Background: an optimization exercise with open tools, aiming at small area and a short achievable clock period. Do not read the settings as production practice.
In this exercise RTL edits were held to simulation tests only and were not proved equivalent to the original.

--- flow/constraint.sdc ---
create_clock -name core_clock -period 15.0 [get_ports {clk}]
set_input_delay 3.0000 -clock core_clock [delete_from_list [all_inputs] [get_ports {clk}]]
set_output_delay 3.0000 -clock core_clock [all_outputs]
set_load 0.01 [all_outputs]
--- flow/config.mk ---
export PLATFORM = sky130hd
export DESIGN_NAME = mce_core
export DESIGN_NICKNAME = mce_core
export VERILOG_FILES = /design/flow/design.v
export SDC_FILE = /design/flow/constraint.sdc
export NUM_CORES = 8
export LEC_CHECK = 0
export CAP_MARGIN = 20
export CORE_MARGIN = 2
export CORE_UTILIZATION = 25
export SLEW_MARGIN = 20
--- flow/design.v ---
module mce_core (
    input  wire         clk,
    input  wire         rst,             
    input  wire         arm,             
    input  wire         stop,            
    input  wire         issue_en,        
    input  wire [13:0]  start_addr,
    input  wire [39:0]  start_va,
    input  wire [14:0]  cslen,
    input  wire [79:0]  cdm,             
    input  wire [255:0] lreg,            
    input  wire [15:1]  cmap_latch,      
    input  wire         hflag,
    input  wire         lclr,
    input  wire [15:1]  cond_in,
    input  wire         fail_any_in,
    input  wire         fail_all_in,
    output wire [13:0]  cs_addr,
    input  wire [159:0] cs_word,
    output wire [11:0]  vtt_idx,
    input  wire [39:0]  vtt_data,
    output wire         issue_valid,
    output wire [39:0]  issue_va,
    output wire [5:0]   issue_tset,
    output wire [3:0]   issue_lset,
    output wire [2:0]   issue_thr,
    output wire         issue_gate,
    output wire         issue_trig,
    output wire         issue_mark,
    output wire [7:0]   issue_evt,
    output wire [3:0]   issue_pmu,
    output wire [3:0]   issue_dacq,
    output wire         busy,
    output wire         waiting,
    output wire [13:0]  upc,
    output wire [39:0]  va,
    output wire [3:0]   lsp,
    output wire [4:0]   rsp,
    output wire [3:0]   flags,
    output wire [17:0]  latches,         
    output wire [3:0]   stopcause,
    output wire [13:0]  faddr,
    output wire         evt_stopflt,
    output wire         evt_cs_parity,
    output wire         evt_wait_to,
    output wire [31:0]  csparerr,
    output wire [31:0]  waitto,
    input  wire [2:0]   cnt_sel,
    output wire [31:0]  cnt_q
);
    reg         busy_q;
    reg  [13:0] upc_q;
    reg  [39:0] va_q;
    reg  [15:0] wcnt_q;                  
    reg  [31:0] cnt_q_r [0:7];
    reg  [3:0]  flags_q;
    reg         gate_q;
    reg  [17:0] latch_q;                 
    reg  [3:0]  stopcause_q;
    reg  [13:0] faddr_q;
    reg         evt_stopflt_q, evt_cs_parity_q, evt_wait_to_q;
    reg  [31:0] csparerr_q, waitto_q;
    reg  [3:0]  lsp_q;
    reg  [13:0] ls_start [0:7];
    reg  [2:0]  ls_ctr   [0:7];
    reg  [39:0] ls_va    [0:7];
    reg         ls_rst   [0:7];
    reg  [4:0]  rsp_q;
    reg  [13:0] rs_addr [0:15];
    reg  [39:0] rs_va   [0:15];
    wire [159:0] w = cs_word;
    wire [13:0] f_nxt   = w[13:0];
    wire [2:0]  f_bmode = w[16:14];
    wire [3:0]  f_bc0   = w[20:17];
    wire [3:0]  f_bc1   = w[24:21];
    wire [3:0]  f_bc2   = w[28:25];
    wire [3:0]  f_bc3   = w[32:29];
    wire [4:0]  f_wsel  = w[37:33];
    wire        f_wpol  = w[38];
    wire [15:0] f_wto   = w[54:39];
    wire [3:0]  f_lop   = w[58:55];
    wire [2:0]  f_lsel  = w[61:59];
    wire [4:0]  f_vop   = w[66:62];
    wire [5:0]  f_tset  = w[72:67];
    wire [3:0]  f_lset  = w[76:73];
    wire [3:0]  f_pmu   = w[80:77];
    wire [3:0]  f_cap   = w[84:81];
    wire [7:0]  f_evt   = w[92:85];
    wire [3:0]  f_dacq  = w[96:93];
    wire [3:0]  f_flg   = w[100:97];
    wire [2:0]  f_thr   = w[103:101];
    wire [17:0] f_imm   = w[121:104];
    localparam BM_RET = 3'd5, BM_CALL = 3'd6, BM_LOOP = 3'd7;
    localparam VOP_INC = 5'd0, VOP_HOLD = 5'd1, VOP_JMP = 5'd2, VOP_JMPH = 5'd3,
               VOP_RETVA = 5'd4, VOP_REL = 5'd5, VOP_IDX = 5'd6;
    localparam LOP_BEGIN = 4'd1, LOP_BEGIN_W = 4'd2, LOP_BEGIN_R = 4'd3,
               LOP_BEGIN_RW = 4'd4, LOP_LOAD = 4'd5, LOP_LOADR = 4'd6, LOP_DEC = 4'd7,
               LOP_INC = 4'd8, LOP_BREAK = 4'd9;
    localparam SC_NONE = 4'd0, SC_END = 4'd1, SC_STOP = 4'd2, SC_PARITY = 4'd4,
               SC_LSTACK = 4'd5, SC_RSTACK = 4'd6, SC_RANGE = 4'd7;
    wire [14:0] cslen_eff = (cslen == 15'd0) ? 15'd1 :
                            (cslen > 15'd16384) ? 15'd16384 : cslen;
    wire        range_bad = ({1'b0, upc_q} >= cslen_eff);
    reg  [7:0]  slice_par;
    integer k;
    always @(*) begin
        for (k = 0; k < 8; k = k + 1)
            slice_par[k] = ^{w[19*k +: 19], w[152 + k]};
    end
    wire        par_bad = |slice_par;
    wire        attempt  = busy_q & issue_en;
    wire        issuing  = attempt & ~range_bad & ~par_bad;
    wire        first    = (wcnt_q == 16'd0);
    wire [31:0] cond;
    wire [17:0] latch_set = {fail_all_in, fail_any_in, cond_in & cmap_latch, 1'b0};
    wire [17:0] latch_view = latch_q | latch_set;
    genvar g;
    assign cond[0] = 1'b0;
    generate
        for (g = 1; g < 16; g = g + 1) begin : g_cmap
            assign cond[g] = cmap_latch[g] ? latch_view[g] : cond_in[g];
        end
        for (g = 0; g < 8; g = g + 1) begin : g_cnz
            assign cond[20 + g] = (cnt_q_r[g] != 32'd0);
        end
    endgenerate
    assign cond[16] = 1'b1;
    assign cond[17] = latch_view[16];
    assign cond[18] = latch_view[17];
    assign cond[19] = hflag;
    assign cond[31:28] = flags_q;
    function [17:0] latch_of;
        input [4:0] code;
        begin
            latch_of = 18'd0;
            if (code >= 5'd1 && code <= 5'd15) begin
                if (cmap_latch[code[3:0]]) latch_of[code] = 1'b1;
            end else if (code == 5'd17) latch_of[16] = 1'b1;
            else if (code == 5'd18) latch_of[17] = 1'b1;
        end
    endfunction
    wire        has_wait  = (f_wsel != 5'd0);
    wire        wait_seen = cond[f_wsel] ^ f_wpol;
    wire        timed_out = has_wait & ~wait_seen & (f_wto != 16'd0) & (wcnt_q == f_wto);
    wire        final_iss = ~has_wait | wait_seen | timed_out;
    assign vtt_idx = f_imm[11:0];
    wire [39:0] imm_sx  = {{22{f_imm[17]}}, f_imm};
    wire [31:0] c_lsel  = cnt_q_r[f_lsel];
    reg  [39:0] word_va;
    reg  [39:0] va_after;
    always @(*) begin
        case (f_vop)
            VOP_INC:  begin word_va = va_q;             va_after = va_q + 40'd1; end
            VOP_HOLD: begin word_va = va_q;             va_after = va_q; end
            VOP_JMP:  begin word_va = vtt_data;         va_after = vtt_data + 40'd1; end
            VOP_JMPH: begin word_va = vtt_data;         va_after = vtt_data; end
            VOP_RETVA:begin word_va = va_q;             va_after = va_q; end
            VOP_REL:  begin word_va = va_q + imm_sx;    va_after = va_q + imm_sx + 40'd1; end
            VOP_IDX:  begin word_va = vtt_data + {8'd0, c_lsel};
                            va_after = vtt_data + {8'd0, c_lsel} + 40'd1; end
            default:  begin word_va = va_q;             va_after = va_q; end
        endcase
    end
    wire gate_now = (f_cap == 4'd1) ? 1'b1 :
                    (f_cap == 4'd2) ? 1'b0 :
                    (f_cap == 4'd3) ? 1'b1 : gate_q;
    reg  [31:0] cnt_lop [0:7];           
    reg  [31:0] cnt_nx  [0:7];           
    reg         ls_push, ls_pop, rs_push, rs_pop;
    reg         lfault, rfault;
    reg  [13:0] next_pc;
    reg  [39:0] va_final;
    reg  [17:0] consume;
    reg  [3:0]  lop_bits;
    reg  [2:0]  top;
    reg  [31:0] tc;
    integer i, j;
    always @(*) begin
        for (i = 0; i < 8; i = i + 1) cnt_lop[i] = cnt_q_r[i];
        ls_push = 1'b0; ls_pop = 1'b0; rs_push = 1'b0; rs_pop = 1'b0;
        lfault = 1'b0; rfault = 1'b0;
        consume = 18'd0;
        va_final = va_after;
        top = lsp_q[2:0] - 3'd1;
        tc = 32'd0;
        case (f_lop)
            LOP_BEGIN, LOP_BEGIN_W: begin
                cnt_lop[f_lsel] = {14'd0, f_imm};
                if (lsp_q == 4'd8) lfault = 1'b1; else ls_push = 1'b1;
            end
            LOP_BEGIN_R, LOP_BEGIN_RW: begin
                cnt_lop[f_lsel] = lreg[32*f_lsel +: 32];
                if (lsp_q == 4'd8) lfault = 1'b1; else ls_push = 1'b1;
            end
            LOP_LOAD:  cnt_lop[f_lsel] = {14'd0, f_imm};
            LOP_LOADR: cnt_lop[f_lsel] = lreg[32*f_lsel +: 32];
            LOP_DEC:   if (cnt_q_r[f_lsel] != 32'd0) cnt_lop[f_lsel] = cnt_q_r[f_lsel] - 32'd1;
            LOP_INC:   if (cnt_q_r[f_lsel] != 32'hFFFF_FFFF) cnt_lop[f_lsel] = cnt_q_r[f_lsel] + 32'd1;
            LOP_BREAK: if (lsp_q == 4'd0) lfault = 1'b1; else ls_pop = 1'b1;
            default: ;
        endcase
        for (i = 0; i < 8; i = i + 1) cnt_nx[i] = cnt_lop[i];
        next_pc = f_nxt;
        lop_bits = 4'd0;
        case (f_bmode)
            3'd1, 3'd2, 3'd3, 3'd4: begin
                lop_bits[0] = cond[cdm[5*f_bc0 +: 5]];
                lop_bits[1] = cond[cdm[5*f_bc1 +: 5]];
                lop_bits[2] = cond[cdm[5*f_bc2 +: 5]];
                lop_bits[3] = cond[cdm[5*f_bc3 +: 5]];
                for (j = 0; j < 4; j = j + 1) begin
                    if (j < f_bmode) begin
                        next_pc[j] = f_nxt[j] | lop_bits[j];
                        if (lop_bits[j]) begin
                            case (j)
                                0: consume = consume | latch_of(cdm[5*f_bc0 +: 5]);
                                1: consume = consume | latch_of(cdm[5*f_bc1 +: 5]);
                                2: consume = consume | latch_of(cdm[5*f_bc2 +: 5]);
                                default: consume = consume | latch_of(cdm[5*f_bc3 +: 5]);
                            endcase
                        end
                    end
                end
            end
            BM_RET: begin
                if (rsp_q == 5'd0) rfault = 1'b1;
                else begin
                    rs_pop = 1'b1;
                    next_pc = rs_addr[rsp_q[3:0] - 4'd1];
                    if (f_vop == VOP_RETVA) va_final = rs_va[rsp_q[3:0] - 4'd1];
                end
            end
            BM_CALL: begin
                if (rsp_q == 5'd16) rfault = 1'b1; else rs_push = 1'b1;
            end
            BM_LOOP: begin
                if (lsp_q == 4'd0) lfault = 1'b1;
                else begin
                    tc = cnt_lop[ls_ctr[top]];
                    if (tc == 32'd1) begin
                        ls_pop = 1'b1;
                        next_pc = f_nxt;
                    end else begin
                        if (tc != 32'd0) cnt_nx[ls_ctr[top]] = tc - 32'd1;
                        next_pc = ls_start[top];
                        if (ls_rst[top]) va_final = ls_va[top];
                    end
                end
            end
            default: ;
        endcase
        if (has_wait && wait_seen) consume = consume | latch_of(f_wsel);
    end
    wire stack_fault = lfault | rfault;
    wire normal_end  = issuing & final_iss & ~timed_out & ~stop;
    wire to_end      = issuing & timed_out & ~stop;
    wire end_flag    = (f_flg == 4'd13);
    wire [3:0] flg_m1 = f_flg - 4'd1;
    wire [1:0] flg_idx = flg_m1[1:0];        
    integer n;
    always @(posedge clk) begin
        if (rst) begin
            busy_q <= 1'b0;
            upc_q <= 14'd0;
            va_q <= 40'd0;
            wcnt_q <= 16'd0;
            for (n = 0; n < 8; n = n + 1) cnt_q_r[n] <= 32'd0;
            flags_q <= 4'd0;
            gate_q <= 1'b0;
            latch_q <= 18'd0;
            stopcause_q <= SC_NONE;
            faddr_q <= 14'd0;
            evt_stopflt_q <= 1'b0;
            evt_cs_parity_q <= 1'b0;
            evt_wait_to_q <= 1'b0;
            csparerr_q <= 32'd0;
            waitto_q <= 32'd0;
            lsp_q <= 4'd0;
            rsp_q <= 5'd0;
        end else begin
            begin : latch_upd
                reg [17:0] clr;
                clr = 18'd0;
                if (lclr || (arm && !busy_q)) clr = 18'h3FFFE;
                if (normal_end && !stack_fault) clr = clr | consume;
                latch_q <= ((latch_q & ~clr) | latch_set) & 18'h3FFFE;
            end
            if (!busy_q) begin
                if (arm) begin
                    busy_q <= 1'b1;
                    upc_q <= start_addr;
                    va_q <= start_va;
                    wcnt_q <= 16'd0;
                    for (n = 0; n < 8; n = n + 1) cnt_q_r[n] <= 32'd0;
                    flags_q <= 4'd0;
                    gate_q <= 1'b0;
                    stopcause_q <= SC_NONE;
                    faddr_q <= 14'd0;
                    evt_stopflt_q <= 1'b0;
                    evt_cs_parity_q <= 1'b0;
                    evt_wait_to_q <= 1'b0;
                    lsp_q <= 4'd0;
                    rsp_q <= 5'd0;
                end
            end else begin
                if (attempt && !range_bad && par_bad)
                    csparerr_q <= csparerr_q + 32'd1;
                if (issuing) begin
                    va_q <= va_after;
                    if (f_cap == 4'd1) gate_q <= 1'b1;
                    if (f_cap == 4'd2) gate_q <= 1'b0;
                    if (wcnt_q != 16'hFFFF) wcnt_q <= wcnt_q + 16'd1;
                    if (first) begin
                        if (f_flg >= 4'd1 && f_flg <= 4'd4)   flags_q[flg_idx] <= 1'b1;
                        if (f_flg >= 4'd5 && f_flg <= 4'd8)   flags_q[flg_idx] <= 1'b0;
                        if (f_flg >= 4'd9 && f_flg <= 4'd12)  flags_q[flg_idx] <= ~flags_q[flg_idx];
                    end
                end
                if (stop) begin
                    busy_q <= 1'b0;
                    stopcause_q <= SC_STOP;
                    faddr_q <= upc_q;
                end else if (attempt && range_bad) begin
                    busy_q <= 1'b0;
                    stopcause_q <= SC_RANGE;
                    faddr_q <= upc_q;
                    evt_stopflt_q <= 1'b1;
                end else if (attempt && par_bad) begin
                    busy_q <= 1'b0;
                    stopcause_q <= SC_PARITY;
                    faddr_q <= upc_q;
                    evt_stopflt_q <= 1'b1;
                    evt_cs_parity_q <= 1'b1;
                end else if (to_end) begin
                    wcnt_q <= 16'd0;
                    upc_q <= {f_nxt[13:1], 1'b1};
                    waitto_q <= waitto_q + 32'd1;
                    evt_wait_to_q <= 1'b1;
                    if (end_flag) begin
                        busy_q <= 1'b0;
                        stopcause_q <= SC_END;
                        faddr_q <= upc_q;
                    end
                end else if (normal_end) begin
                    wcnt_q <= 16'd0;
                    if (stack_fault) begin
                        busy_q <= 1'b0;
                        stopcause_q <= lfault ? SC_LSTACK : SC_RSTACK;
                        faddr_q <= upc_q;
                        evt_stopflt_q <= 1'b1;
                    end else begin
                        upc_q <= next_pc;
                        va_q <= va_final;
                        for (n = 0; n < 8; n = n + 1) cnt_q_r[n] <= cnt_nx[n];
                        if (ls_push) begin
                            ls_start[lsp_q[2:0]] <= f_nxt;
                            ls_ctr[lsp_q[2:0]]   <= f_lsel;
                            ls_va[lsp_q[2:0]]    <= va_after;
                            ls_rst[lsp_q[2:0]]   <= (f_lop == LOP_BEGIN) || (f_lop == LOP_BEGIN_R);
                        end
                        if (ls_push) lsp_q <= lsp_q + 4'd1;
                        if (ls_pop)  lsp_q <= lsp_q - 4'd1;
                        if (rs_push) begin
                            rs_addr[rsp_q[3:0]] <= upc_q + 14'd1;
                            rs_va[rsp_q[3:0]]   <= va_after;
                            rsp_q <= rsp_q + 5'd1;
                        end
                        if (rs_pop) rsp_q <= rsp_q - 5'd1;
                        if (end_flag) begin
                            busy_q <= 1'b0;
                            stopcause_q <= SC_END;
                            faddr_q <= upc_q;
                        end
                    end
                end
            end
        end
    end
    assign cs_addr     = upc_q;
    assign issue_valid = issuing;
    assign issue_va    = word_va;
    assign issue_tset  = f_tset;
    assign issue_lset  = f_lset;
    assign issue_thr   = f_thr;
    assign issue_gate  = gate_now;
    assign issue_trig  = first & (f_cap == 4'd4);
    assign issue_mark  = first & (f_cap == 4'd5);
    assign issue_evt   = first ? f_evt  : 8'd0;
    assign issue_pmu   = first ? f_pmu  : 4'd0;
    assign issue_dacq  = first ? f_dacq : 4'd0;
    assign busy          = busy_q;
    assign waiting       = busy_q & (wcnt_q != 16'd0);
    assign upc           = upc_q;
    assign va            = va_q;
    assign lsp           = lsp_q;
    assign rsp           = rsp_q;
    assign flags         = flags_q;
    assign latches       = latch_q;
    assign stopcause     = stopcause_q;
    assign faddr         = faddr_q;
    assign evt_stopflt   = evt_stopflt_q;
    assign evt_cs_parity = evt_cs_parity_q;
    assign evt_wait_to   = evt_wait_to_q;
    assign csparerr      = csparerr_q;
    assign waitto        = waitto_q;
    assign cnt_q         = cnt_q_r[cnt_sel];
endmodule
--- flow/run.sh ---
#!/bin/bash
# synth_recipe.tcl (not shown) runs the flow's synth.tcl, then flattens the netlist and writes it again
# the make line also repeats each setting of config.mk as NAME=value (left out here)
make -C /OpenROAD-flow-scripts/flow DESIGN_CONFIG=/design/flow/config.mk WORK_HOME=/design/flow/orfs CLKGATE_MAP_FILE= SYNTH_SCRIPT=/design/flow/synth_recipe.tcl finish
==> results.json <==
{
  "rsz0062_at_grt": "false",
  "antenna_found_initial": 210,
  "timing.rr.start": "cnt_q_r[2][20]",
  "cp_max_fo": 38,
  "dr.pass1.iters": 13,
  "fin_nets": 12800,
  "syn2layout_area_growth_pct": 25.6,
  "drt_iter0_markers": 20600,
  "rows": 246,
  "dr_total_vias": 120000,
  "grt_use_total_pct": 34.5,
  "cts-htree-levels": 4,
  "worst_skew_pair.late_latency_ps": 1030,
  "critPathCaptureType": "output port",
  "crit_arrival_ps": 11110,
  "drc": 0,
  "post_route_cells_drive_above_1_share_pct": 17.3,
  "dieArea_sq_mm": 0.457,
  "pre_cts_ws_ps": 1300,
  "p_total_mw": 14.0,
  "setup_viol": 0,
  "fin_skew_ps": 133,
  "yosys.cell_types.count": 118,
  "ioPinCount": 950,
  "powerDensity_mw_per_mm2": 98.5,
  "crit_start": "cs_word[60]",
  "cts_buffer_depth": 4,
  "drt-wirelength-per-cell_um": 44.8,
  "cts_tree": "done",
  "grt_pass1_wl_mm": 1070,
  "final_antenna_net_count": 0,
  "status": "complete, no violations",
  "hp-class": "reg2reg",
  "ir_drop_uv": 106,
  "drt_wl_total_mm": 818,
  "grt_start_max_net_pins": 133,
  "setup_tns_ps": 0,
  "die_w_um": 676,
  "holdCritStartpoint": "evt_wait_to_q",
  "leakagePower_nw": 47.1,
  "cts_root_buf": "clkbuf_16",
  "syn_avg_cell_area_sq_um": 10.4,
  "critPathRequiredTime_ps": 12000,
  "ys_ff_latch": 1771,
  "synthArstFlopShare_pct": 0,
  "syn_area_sq_mm": 0.113,
  "final_common_cell": "edfxtp_1",
  "cts_buffers": 208,
  "critPathKind": "in2out",
  "fmax_mhz": 70.9,
  "slew-limit-headroom_pct": 5.86,
  "slew_viol_final": 0,
  "period_needed_ps": 14110,
  "start_util_pct": 25.1,
  "chipHeight_um": 676,
  "cp_slowest_stage_delay_ps": 870,
  "synth-edff-count": 1328,
  "cap_violations": 0,
  "cts_resized": 0,
  "io_buffers": 948,
  "synth_nets": 11700,
  "synthFlopType": "edfxtp_1",
  "ys_seq_area_share_pct": 43.1,
  "slowest_stage": "nor2_4",
  "dp_hpwl_mm": 596,
  "critPathLaunchType": "input port",
  "cts.sinks": 1771,
  "syn_inst": 10900,
  "post_cts_buffers": 0,
  "yosys_warnings": 5,
  "gp_congestion": 1.13,
  "grt_pass1_vias": 107000,
  "layout_common_cells": "1328 x edfxtp_1, 1010 x nand2_1, 935 x clkdlybuf4s50_1",
  "via_per_inst": 6.55,
  "hold_viol": 0,
  "worstMarginPinSlew_ps": 1400,
  "path_clk_slew_ps": 60,
  "core_sq_mm": 0.449,
  "cts_hold_buf": 0,
  "timing.final.ws_setup_ps": 891,
  "grt_overflow": 0,
  "fin_crit_sh_pct": 94.1
}
[routing by layer]
layer	wire length [um]	track usage [%]
met5	1040	2.72
met4	91600	30.5
met3	106000	16.8
met2	331000	47.8
met1	288000	38.9
[synthesized netlist by cell type (154+ instances only)]
cell	n	area share [%]
a21oi_1	689	3.1
xnor2_1	288	2.2
o211ai_1	195	1.3
edfxtp_1	1328	35
nor3_1	251	1.1
inv_1	177	0.59
clkbuf_1	661	2.2
dfxtp_1	443	7.8
a221o_1	172	1.5
nand3_1	293	1.3
mux4_2	540	11
o21ai_0	625	2.8
mux2i_1	319	2.8
a22oi_1	154	1.0
nand2_1	1025	3.4
a221oi_1	165	1.3
nor2_1	831	2.8
ha_1	180	2.0
o22ai_1	157	0.87
[stage by stage]
stage | hold slack [ps] | instance area [sq um] | utilization, % | instances
2_1_floorplan | 476 | 113000 | - | 10900
3_3_place_gp | 446 | 134000 | 29.7 | 17700
3_5_place_dp | 447 | 134000 | 29.7 | 17700
4_1_cts | 456 | 141000 | 31.3 | 18000
5_1_grt | 470 | 142000 | 31.5 | 18100
6_report | 455 | 142000 | 31.6 | 18300
[critical path: cells and delay by family]
kind	cells	cell delay, ps
adder cells (fa/ha/maj)	3	1100
XOR/XNOR	1	170
buffers and inverters	5	1670
AO/OA/AOI/OAI	9	2420
AND/OR/NAND/NOR	7	2610
[worst paths after layout]
path	endpoint	slack [ps]	cells after the start
worst max register to register	va_q[20]	4700	20
worst min-delay path	evt_wait_to_q	450	2
worst min register to register	evt_wait_to_q	450	2
worst max-delay path	issue_va[38]	890	25
[logic make-up after synthesis]
kind of cell / count (synthesis) / synth area share [%]
fa+ha+maj: 184 / 2.06
simple gates: 3257 / 13.7
flops: 1771 / 43.1
mux: 916 / 14.2
compound gates: 3288 / 19.9
xor+xnor: 397 / 3.08
buf+inv: 1099 / 3.95
other cells: 1 / 0.00332
[state kept, by name (all words and copies together) (netlist names), 24 cells and up]
signal,cells
rs_va,640
rs_addr,224
ls_va,320
waitto_q,32
csparerr_q,32
ls_start,112
va_q,40
ls_ctr,24
cnt_q_r,256
[power breakdown]
part / internal (mW) / switching (mW)
combinational: 1.00 / 2.22
sequential: 5.35 / 0.0439
clock: 3.04 / 2.32
[layout make-up]
class,instances,area [sq um]
Fill cell,45700,307000
Multi-Input combinational cell,8043,61400
Sequential cell,1771,48800
Timing Repair Buffer,1735,16100
Tap cell,5952,7450
Clock buffer,240,5370
Clock inverter,138,1580
Inverter,190,713
Antenna cell,210,526

==> what the ideal ports hide <==
How much do the figures lean on ideal ports? The routed layout below was timed once more, with nothing changed but the port constraints.
Step 1 (the two cells are an assumption about what drives the block):
set clk [get_ports {clk}]
set_driving_cell -lib_cell sky130_fd_sc_hd__clkbuf_16 $clk
set_driving_cell -lib_cell sky130_fd_sc_hd__buf_2 [delete_from_list [all_inputs] $clk]
Step 2 moves the port delays by t, midway between the first and last clock arrival at a register: inputs arrive t later, outputs are due t later. That takes back most of the time a late clock gives input paths.
Three values: no drivers, after step 1, after step 2; two values: the first two.
t, ns: 1.050
slack for setup (ns): 0.891 / 0.709 / -0.033
worst hold slack (ns): 0.455 / 0.455 / 0.455
Met with ideal ports but missed after step 2: setup timing in this run. For this run, drivers alone change the setup slack by -0.182 ns; drivers and shift together by -0.924 ns.
